This is an optimization exercise on Yosys and OpenROAD, whose aim is small area and a short achievable clock period, not a production implementation. RTL that was checked went through simulation tests only; none was proved equivalent to the original.

Setup of violet:
## crc_unit
module crc_unit (
    input  wire        clk,
    input  wire        rst,           
    input  wire [2:0]  op,            
    input  wire [1:0]  size,          
    input  wire [63:0] wdata,
    input  wire [1:0]  cfg_width,     
    input  wire [31:0] cfg_poly,
    input  wire [31:0] cfg_init,
    input  wire [1:0]  cfg_reflect,   
    input  wire [31:0] cfg_xorout,
    output wire [31:0] running,
    output wire [31:0] result,
    output wire [1:0]  cmp_status,    
    output wire [63:0] bytes_fed
);
    localparam OP_RESET   = 3'd1;
    localparam OP_COMPARE = 3'd2;
    localparam OP_WRITE   = 3'd3;
    localparam OP_FEED    = 3'd4;
    reg        w8_q, w16_q;           
    reg [31:0] poly_q;                
    reg [31:0] xorout_q;              
    reg        refin_q, refout_q;
    reg [31:0] crc_q;                 
    reg [1:0]  status_q;
    reg [63:0] count_q;
    wire        do_reset = rst | (op == OP_RESET);
    wire        do_cmp   = ~rst & (op == OP_COMPARE);
    wire        do_write = ~rst & (op == OP_WRITE);
    wire        do_feed  = ~rst & (op == OP_FEED);
  ...
For scale: about 5,400 cells after synthesis, ~300 I/O pins, about 0.040 sq mm of cells after synthesis.
export LEC_CHECK = 0
export CAP_MARGIN = 20
export CORE_MARGIN = 2
export CORE_UTILIZATION = 40
export SLEW_MARGIN = 20
export SYNTH_HIERARCHICAL = 1
create_clock -name core_clock -period 80.0 [get_ports {clk}]
run.sh (not shown) runs the stock make flow with config.mk's settings and CLKGATE_MAP_FILE= SYNTH_SCRIPT=/design/flow/synth_recipe.tcl, a recipe that flattens the netlist after the stock synthesis.
Modified inputs, delta compared to violet
==> flow/flow/run.sh (new file) <==
#!/bin/bash
set -euo pipefail
MARGIN=$(cat "$(dirname "$0")/margin.txt")
bash standard.sh SETUP_SLACK_MARGIN="$MARGIN" finish > make_finish.log 2>&1
==> flow/flow/margin.txt (new file) <==
40
==> flow/standard.sh (new file) <==
#!/bin/bash
# synth_recipe.tcl (not shown) runs the flow's synth.tcl, then flattens the netlist and writes it again
# the make line also repeats each setting of config.mk as NAME=value (left out here)
make -C /OpenROAD-flow-scripts/flow DESIGN_CONFIG=/design/flow/config.mk WORK_HOME=/design/flow/orfs CLKGATE_MAP_FILE= SYNTH_SCRIPT=/design/flow/synth_recipe.tcl "${@:-finish}"
removed: flow/run.sh
The flow did not stop early for delta: all stages ran, and the layout cleared the timing, design-rule and antenna checks. violet completed; timing, DRC and antenna clean. Looking at launching element of the worst setup path, the wdata[6] result is from delta; the wdata[7] one comes from violet. Side by side, slack of the worst reg-to-reg path turned out higher in delta than in violet. Setup slack improves in delta relative to violet. Changes observed in delta relative to violet: cell area climbed 9.3%.
No functional check of the RTL was part of any run of this note.


Another version of the RTL of crc_unit (not shown whole).
For scale: about 170 flip-flops, ~39,000 sq um of cells after synthesis.
clock: 80.0 ns
lec_check: 0
cap_margin: 20
core_margin: 2
core_utilization: 40
slew_margin: 20
synth_hierarchical: 1
standard.sh (not shown) runs the stock make flow with config.mk's settings and CLKGATE_MAP_FILE= SYNTH_SCRIPT=/design/flow/synth_recipe.tcl, a recipe that flattens the netlist after the stock synthesis.
==> flow/flow/run.sh <==
#!/bin/bash
set -euo pipefail
MARGIN=$(cat "$(dirname "$0")/margin.txt")
bash standard.sh SETUP_SLACK_MARGIN="$MARGIN" SETUP_MOVE_SEQUENCE=sizeup,swap SKIP_GATE_CLONING=1 \
    finish > make_finish.log 2>&1
==> flow/flow/margin.txt <==
40
The starting point went through all stages and came out clean.
Then changed:
==> flow/run.sh (new file) <==
#!/bin/bash
# synth_recipe.tcl (not shown) runs the flow's synth.tcl, then flattens the netlist and writes it again
# the make line also repeats each setting of config.mk as NAME=value (left out here)
make -C /OpenROAD-flow-scripts/flow DESIGN_CONFIG=/design/flow/config.mk WORK_HOME=/design/flow/orfs CLKGATE_MAP_FILE= SYNTH_SCRIPT=/design/flow/synth_recipe.tcl finish
removed: flow/flow/run.sh
removed: flow/flow/margin.txt
removed: flow/standard.sh
After rerunning:
- hold slack gets better by 0.0055 ns
- cell count stays flat
- first-iteration DRC count shrinks by 12%
- die area is unchanged


Another version of the RTL of crc_unit (not shown whole).
Size in the first run: ~170 flip-flops, ~41000 um2 of cells after synthesis.
export LEC_CHECK = 0
export CAP_MARGIN = 20
export CORE_MARGIN = 2
export CORE_UTILIZATION = 40
export SLEW_MARGIN = 20
export SYNTH_HIERARCHICAL = 1
create_clock -name core_clock -period 80.0 [get_ports {clk}]
==> flow/flow/run.sh <==
#!/bin/bash
set -euo pipefail
MARGIN=$(cat "$(dirname "$0")/margin.txt")
bash standard.sh SETUP_SLACK_MARGIN="$MARGIN" SETUP_MOVE_SEQUENCE=sizeup,swap SKIP_GATE_CLONING=1 \
    BUFFER_PORTS_ARGS="-buffer_cell sky130_fd_sc_hd__buf_1" \
    finish > make_finish.log 2>&1
==> flow/flow/margin.txt <==
46
The first run went through all stages and came out clean.
Then changed:
==> flow/flow/margin.txt (replaced) <==
40
What happened: Worst hold slack barely changes. Cell count is unchanged. Routed wire length drops by 0.58%. Sequential share of layout area is about the same. Maximum frequency went down by 1.1%. Synthesized cell count does not change.
No run of this note included a check of the RTL's function; only the layout flow was run.


Another version of the RTL of crc_unit (not shown whole).
Size: ~5,400 cells after synthesis, roughly 170 flip-flops, about 39,000 sq um of cells after synthesis.
==> flow/design.v (excerpt) <==
module crc_unit (
    input  wire        clk,
    input  wire        rst,           
    input  wire [2:0]  op,            
    input  wire [1:0]  size,          
    input  wire [63:0] wdata,
    input  wire [1:0]  cfg_width,     
    input  wire [31:0] cfg_poly,
    input  wire [31:0] cfg_init,
    input  wire [1:0]  cfg_reflect,   
    input  wire [31:0] cfg_xorout,
    output wire [31:0] running,
    output wire [31:0] result,
    output wire [1:0]  cmp_status,    
    output wire [63:0] bytes_fed
);
clock: 80.0 ns
lec_check: 0
cap_margin: 20
core_margin: 2
core_utilization: 40
slew_margin: 20
synth_hierarchical: 1
==> flow/flow/run.sh <==
#!/bin/bash
set -euo pipefail
MARGIN=$(cat "$(dirname "$0")/margin.txt")
bash standard.sh SETUP_SLACK_MARGIN="$MARGIN" SETUP_MOVE_SEQUENCE=sizeup,swap SKIP_GATE_CLONING=1 \
    finish > make_finish.log 2>&1
==> flow/flow/margin.txt <==
40
Edit:
Settings changed: CORE_UTILIZATION 40 to 65.
Critical path depth drops by 6.
Routed wire length drops by 1.2%.
First-iteration DRC count climbs by 33%.
Area after synthesis is unchanged.
Synthesized cell count is unchanged.
Core utilization climbs by 29 points.
Cell count drops by 7.2%.
Sequential share of layout area barely changes.
Non-clock buffer count drops by 13.
Final area climbs by 0.40%.
Edit:
==> flow/flow/margin.txt (replaced) <==
45
Settings changed: CORE_UTILIZATION 65 to 40.
=>
- The changed run produced a clean layout
- global-route usage went down by 15 points
- design area went down by 0.42%
- final cell count went up by 7.8%
- clock skew barely changes
- maximum frequency went up by 0.74%
- critical path depth went up by 5
- die area went up by 61%
- core utilization went down by 29 points
Edit:
==> flow/flow/run.sh (replaced) <==
#!/bin/bash
set -euo pipefail
MARGIN=$(cat "$(dirname "$0")/margin.txt")
bash standard.sh SETUP_SLACK_MARGIN="$MARGIN" SETUP_MOVE_SEQUENCE=sizeup,swap SKIP_GATE_CLONING=1 \
    BUFFER_PORTS_ARGS="-buffer_cell sky130_fd_sc_hd__buf_1" \
    finish > make_finish.log 2>&1
==> flow/flow/margin.txt (replaced) <==
40
=> Setup slack gets better by 0.041 ns; design area drops by 3.0%; count of clock-buffer cells in the layout is unchanged; cell count stays flat.


The RTL this note starts from:
==> flow/design.v <==
module crc_bit_step (
    input  wire [30:0] s_in,      
    input  wire        fb_f, fb_a, fb_b, fb_c,
    input  wire [30:0] poly,      
    input  wire        din_n,     
    output wire [30:0] s_out      
);
    assign s_out[30]    = s_in[29]    ^ (fb_f & poly[30]);
    assign s_out[29:26] = s_in[28:25] ^ ({4{fb_a}} & poly[29:26]);
    assign s_out[25:13] = s_in[24:12] ^ ({13{fb_b}} & poly[25:13]);
    assign s_out[12:1]  = s_in[11:0]  ^ ({12{fb_c}} & poly[12:1]);
    assign s_out[0]     = ~din_n      ^ (fb_c & poly[0]);
endmodule
module crc_bit_step0 (
    input  wire [30:0] s_in,
    input  wire        fb_f, fb_a, fb_b, fb_c,
    input  wire [30:0] poly,
    output wire [30:0] s_out
);
    assign s_out[30]    = s_in[29]    ^ (fb_f & poly[30]);
    assign s_out[29:26] = s_in[28:25] ^ ({4{fb_a}} & poly[29:26]);
    assign s_out[25:13] = s_in[24:12] ^ ({13{fb_b}} & poly[25:13]);
    assign s_out[12:1]  = s_in[11:0]  ^ ({12{fb_c}} & poly[12:1]);
    assign s_out[0]     = fb_c & poly[0];
endmodule
module crc_fb_copy (
    input  wire s30,
    input  wire fb,
    input  wire p31,
    output wire fb_next
);
    assign fb_next = s30 ^ (fb & p31);
endmodule
module crc_fb_first (
    input  wire c,
    input  wire d_n,
    output wire fb
);
    assign fb = c ^ ~d_n;
endmodule
module crc_unit (
    input  wire        clk,
    input  wire        rst,           
    input  wire [2:0]  op,            
    input  wire [1:0]  size,          
    input  wire [63:0] wdata,
    input  wire [1:0]  cfg_width,     
    input  wire [31:0] cfg_poly,
    input  wire [31:0] cfg_init,
    input  wire [1:0]  cfg_reflect,   
    input  wire [31:0] cfg_xorout,
    output wire [31:0] running,
    output wire [31:0] result,
    output wire [1:0]  cmp_status,    
    output wire [63:0] bytes_fed
);
    localparam OP_RESET   = 3'd1;
    localparam OP_COMPARE = 3'd2;
    localparam OP_WRITE   = 3'd3;
    localparam OP_FEED    = 3'd4;
    reg        w8_q, w16_q;           
    reg [31:0] poly_q;                
    reg [31:0] xorout_q;              
    reg        refin_q, refout_q;
    reg [31:0] crc_q;                 
    reg [1:0]  status_q;
    reg [63:0] count_q;
    wire        do_reset = rst | (op == OP_RESET);
    wire        do_cmp   = ~rst & (op == OP_COMPARE);
    wire        do_write = ~rst & (op == OP_WRITE);
    wire        do_feed  = ~rst & (op == OP_FEED);
    wire [1:0]  c_width  = rst ? 2'd2 : cfg_width;
    wire [31:0] c_poly   = rst ? 32'h1EDC_6F41 : cfg_poly;
    wire [31:0] c_init   = cfg_init | {32{rst}};
    wire [31:0] c_xorout = cfg_xorout | {32{rst}};
    wire [1:0]  c_refl   = cfg_reflect | {2{rst}};
    wire        cw8  = c_width == 2'd0;
    wire        cw16 = c_width == 2'd1;
    wire [7:0] byte_en = {{4{size == 2'd3}}, {2{size[1]}}, size != 2'd0, 1'b1};
    wire [7:0] sel_r   = byte_en & {8{refin_q}};
    wire [7:0] sel_n   = byte_en & {8{~refin_q}};
    wire [63:0] dn;
    crc_data u_data (.wdata(wdata), .sel_r(sel_r), .sel_n(sel_n), .dn(dn));
    wire [30:0] st [0:64];            
    wire [64:0] fb_f, fb_a, fb_b, fb_c;   
    genvar g;
    generate
        for (g = 0; g < 31; g = g + 1) begin : place
            assign st[0][30 - g] = crc_q[30 - g] ^ ~dn[g + 1];
        end
        crc_fb_first u_f0f (.c(crc_q[31]), .d_n(dn[0]), .fb(fb_f[0]));
        crc_fb_first u_f0a (.c(crc_q[31]), .d_n(dn[0]), .fb(fb_a[0]));
        crc_fb_first u_f0b (.c(crc_q[31]), .d_n(dn[0]), .fb(fb_b[0]));
        crc_fb_first u_f0c (.c(crc_q[31]), .d_n(dn[0]), .fb(fb_c[0]));
        for (g = 0; g < 64; g = g + 1) begin : steps
            if (g < 32) begin : with_data
                crc_bit_step u_step (.s_in(st[g]), .fb_f(fb_f[g]), .fb_a(fb_a[g]), .fb_b(fb_b[g]),
                                     .fb_c(fb_c[g]), .poly(poly_q[30:0]), .din_n(dn[32 + g]),
                                     .s_out(st[g + 1]));
            end else begin : no_data
                crc_bit_step0 u_step (.s_in(st[g]), .fb_f(fb_f[g]), .fb_a(fb_a[g]), .fb_b(fb_b[g]),
                                      .fb_c(fb_c[g]), .poly(poly_q[30:0]), .s_out(st[g + 1]));
            end
            crc_fb_copy u_ff (.s30(st[g][30]), .fb(fb_f[g]), .p31(poly_q[31]), .fb_next(fb_f[g + 1]));
            crc_fb_copy u_fa (.s30(st[g][30]), .fb(fb_f[g]), .p31(poly_q[31]), .fb_next(fb_a[g + 1]));
            crc_fb_copy u_fb (.s30(st[g][30]), .fb(fb_f[g]), .p31(poly_q[31]), .fb_next(fb_b[g + 1]));
            crc_fb_copy u_fc (.s30(st[g][30]), .fb(fb_f[g]), .p31(poly_q[31]), .fb_next(fb_c[g + 1]));
        end
    endgenerate
    wire [31:0] tap1 = {fb_c[8],   st[8]};
    wire [31:0] tap2 = {fb_c[16], st[16]};
    wire [31:0] tap4 = {fb_c[32], st[32]};
    wire [31:0] tap8 = {fb_c[64], st[64]};
    wire [31:0] run_w, result_w;
    wire        cmp_eq;
    crc_out u_out (.crc(crc_q), .w8(w8_q), .w16(w16_q), .refout(refout_q), .xorout(xorout_q),
                   .exp_val(wdata[31:0]), .running(run_w), .result(result_w), .eq(cmp_eq));
    wire [31:0] crc_d, poly_d;
    crc_next u_next (.crc(crc_q), .tap1(tap1), .tap2(tap2), .tap4(tap4), .tap8(tap8),
                     .size(size), .do_reset(do_reset), .do_write(do_write), .do_feed(do_feed),
                     .init(c_init), .wval(wdata[31:0]), .cw8(cw8), .cw16(cw16),
                     .w8(w8_q), .w16(w16_q), .crc_d(crc_d));
    crc_align u_palign (.v(c_poly), .a8(cw8), .a16(cw16), .y(poly_d));
    wire [3:0] inc = {do_feed & (size == 2'd3), do_feed & (size == 2'd2),
                      do_feed & (size == 2'd1), do_feed & (size == 2'd0)};
    wire [64:0] carry;
    wire [63:0] count_d;
    assign carry[0] = 1'b0;
    generate
        for (g = 0; g < 64; g = g + 1) begin : cnt
            if (g < 4) begin : low
                crc_cnt_fa u_bit (.q(count_q[g]), .a(inc[g]), .ci(carry[g]), .clr(do_reset),
                                  .d(count_d[g]), .co(carry[g + 1]));
            end else begin : high
                crc_cnt_ha u_bit (.q(count_q[g]), .ci(carry[g]), .clr(do_reset),
                                  .d(count_d[g]), .co(carry[g + 1]));
            end
        end
    endgenerate
    always @(posedge clk) begin
        crc_q   <= crc_d;
        count_q <= count_d;
        if (do_reset) begin
            w8_q     <= cw8;
            w16_q    <= cw16;
            poly_q   <= poly_d;
            xorout_q <= c_xorout & {{16{~cw8 & ~cw16}}, {8{~cw8}}, 8'hFF};
            refin_q  <= c_refl[0];
            refout_q <= c_refl[1];
            status_q <= 2'd0;
        end else if (do_cmp) begin
            status_q <= cmp_eq ? 2'd1 : 2'd2;
        end
    end
    assign running    = run_w;
    assign result     = result_w;
    assign cmp_status = status_q;
    assign bytes_fed  = count_q;
endmodule
module crc_data (
    input  wire [63:0] wdata,
    input  wire [7:0]  sel_r, sel_n,
    output reg  [63:0] dn
);
    integer i, j;
    always @(*)
        for (i = 0; i < 8; i = i + 1)
            for (j = 0; j < 8; j = j + 1)
                dn[8*i + j] = ~((sel_r[i] & wdata[8*i + j]) | (sel_n[i] & wdata[8*i + 7 - j]));
endmodule
module crc_cnt_fa (
    input  wire q, a, ci, clr,
    output wire d, co
);
    assign d  = ~clr & (q ^ a ^ ci);
    assign co = (q & a) | (q & ci) | (a & ci);
endmodule
module crc_cnt_ha (
    input  wire q, ci, clr,
    output wire d, co
);
    assign d  = ~clr & (q ^ ci);
    assign co = q & ci;
endmodule
module crc_align (
    input  wire [31:0] v,
    input  wire        a8, a16,
    output wire [31:0] y
);
    wire a32 = ~a8 & ~a16;
    assign y = {(v[31:24] & {8{a32}}) | (v[15:8] & {8{a16}}) | (v[7:0] & {8{a8}}),
                (v[23:16] & {8{a32}}) | (v[7:0] & {8{a16}}),
                v[15:0] & {16{a32}}};
endmodule
module crc_out (
    input  wire [31:0] crc,
    input  wire        w8, w16, refout,
    input  wire [31:0] xorout,
    input  wire [31:0] exp_val,
    output wire [31:0] running,
    output wire [31:0] result,
    output wire        eq
);
    wire w32 = ~w8 & ~w16;
    assign running = {crc[31:16] & {16{w32}},
                      crc[15:8] | (crc[31:24] & {8{w16}}),
                      crc[7:0] | (crc[31:24] & {8{w8}}) | (crc[23:16] & {8{w16}})};
    reg [31:0] rev;
    integer i;
    always @(*)
        for (i = 0; i < 32; i = i + 1)
            rev[i] = crc[31 - i];
    assign result = (refout ? rev : running) ^ xorout;
    wire [31:0] mask = {{16{w32}}, {8{~w8}}, 8'hFF};
    assign eq = ~|((result ^ exp_val) & mask);
endmodule
module crc_next (
    input  wire [31:0] crc, tap1, tap2, tap4, tap8,
    input  wire [1:0]  size,
    input  wire        do_reset, do_write, do_feed,
    input  wire [31:0] init, wval,
    input  wire        cw8, cw16, w8, w16,
    output reg  [31:0] crc_d
);
    wire [31:0] ld = do_reset ? init : wval;
    wire        a8  = do_reset ? cw8 : w8;
    wire        a16 = do_reset ? cw16 : w16;
    wire        a32 = ~a8 & ~a16;
    wire [31:0] ld_al = {(ld[31:24] & {8{a32}}) | (ld[15:8] & {8{a16}}) | (ld[7:0] & {8{a8}}),
                         (ld[23:16] & {8{a32}}) | (ld[7:0] & {8{a16}}),
                         ld[15:0] & {16{a32}}};
    always @(*) begin
        if (do_reset | do_write)
            crc_d = ld_al;
        else if (do_feed)
            case (size)
                2'd0:    crc_d = tap1;
                2'd1:    crc_d = tap2;
                2'd2:    crc_d = tap4;
                default: crc_d = tap8;
            endcase
        else
            crc_d = crc;
    end
endmodule
Settings: LEC_CHECK=0, CAP_MARGIN=20, CORE_MARGIN=2, CORE_UTILIZATION=40, SLEW_MARGIN=20, SYNTH_HIERARCHICAL=1; clock period 80.0 ns.
==> flow/flow/run.sh <==
#!/bin/bash
set -euo pipefail
MARGIN=$(cat "$(dirname "$0")/margin.txt")
bash standard.sh SETUP_SLACK_MARGIN="$MARGIN" finish > make_finish.log 2>&1
==> flow/flow/margin.txt <==
40
The first run finished with timing, DRC and antenna clean.
Change:
==> flow/run.sh (new file) <==
#!/bin/bash
# synth_recipe.tcl (not shown) runs the flow's synth.tcl, then flattens the netlist and writes it again
# the make line also repeats each setting of config.mk as NAME=value (left out here)
make -C /OpenROAD-flow-scripts/flow DESIGN_CONFIG=/design/flow/config.mk WORK_HOME=/design/flow/orfs CLKGATE_MAP_FILE= SYNTH_SCRIPT=/design/flow/synth_recipe.tcl finish
removed: flow/flow/run.sh
removed: flow/flow/margin.txt
removed: flow/standard.sh
Outcome:
- routed wire length is higher by about 1.5%
- design area is lower by about 8%
- count of clock-buffer cells in the layout is higher by 1
- worst setup slack is worse by 8.8 ns
- synthesized cell count does not change
- maximum frequency is lower by about 18%
No run of this note included a check of the RTL's function; only the layout flow was run.

separate check: timing with driven ports:
Ports are ideal in the flow. The routed layouts listed here were re-timed in OpenROAD. Step 1: set_driving_cell puts a clkbuf_16 on clk and a buf_2 on each other input, an assumption about the parent block. Step 2 adds t to the input delays and takes it off the output delays; t is the mean of the earliest and latest rising clock arrival at the registers after step 1. Input paths then give back, and output paths get back, about the clock's delay inside the block. Three values: no drivers, after step 1, after step 2; two values: the first two.
| run | t, ns | setup WS [ns] | worst setup path after step 2 | worst data-port slew with drivers (ns) |
|---|---|---|---|---|
| violet | 0.501 | 32.406 / 32.410 / 31.909 | input to register | 0.09 |
| delta | 0.502 | 38.857 / 38.868 / 38.367 | input to register | 0.10 |
| the first run of note 2 | 0.522 | 37.717 / 37.716 / 37.194 | input to register | 0.12 |
| the second run of note 2 | 0.518 | 32.674 / 32.682 / 32.164 | input to register | 0.09 |
| the first run of note 3 | 0.516 | 38.415 / 38.426 / 37.909 | input to register | 0.15 |
| the second run of note 3 | 0.534 | 37.951 / 37.938 / 37.405 | input to register | 0.18 |
| the first run of note 4 | 0.518 | 40.215 / 40.202 / 39.684 | input to register | 0.10 |
| the second run of note 4 | 0.524 | 39.929 / 39.962 / 39.438 | input to register | 0.13 |
| the third run of note 4 | 0.517 | 40.224 / 40.201 / 39.684 | input to register | 0.10 |
| the fourth run of note 4 | 0.517 | 40.265 / 40.292 / 39.775 | input to register | 0.13 |
| the first run of note 5 | 0.520 | 39.519 / 39.532 / 39.013 | input to register | 0.07 |
| the second run of note 5 | 0.508 | 30.735 / 30.769 / 30.261 | input to register | 0.12 |
After both steps every run listed still meets setup and hold. For the second run of note 3, which loses most, drivers alone change the setup slack by -0.013 ns; drivers and shift together by -0.546 ns.
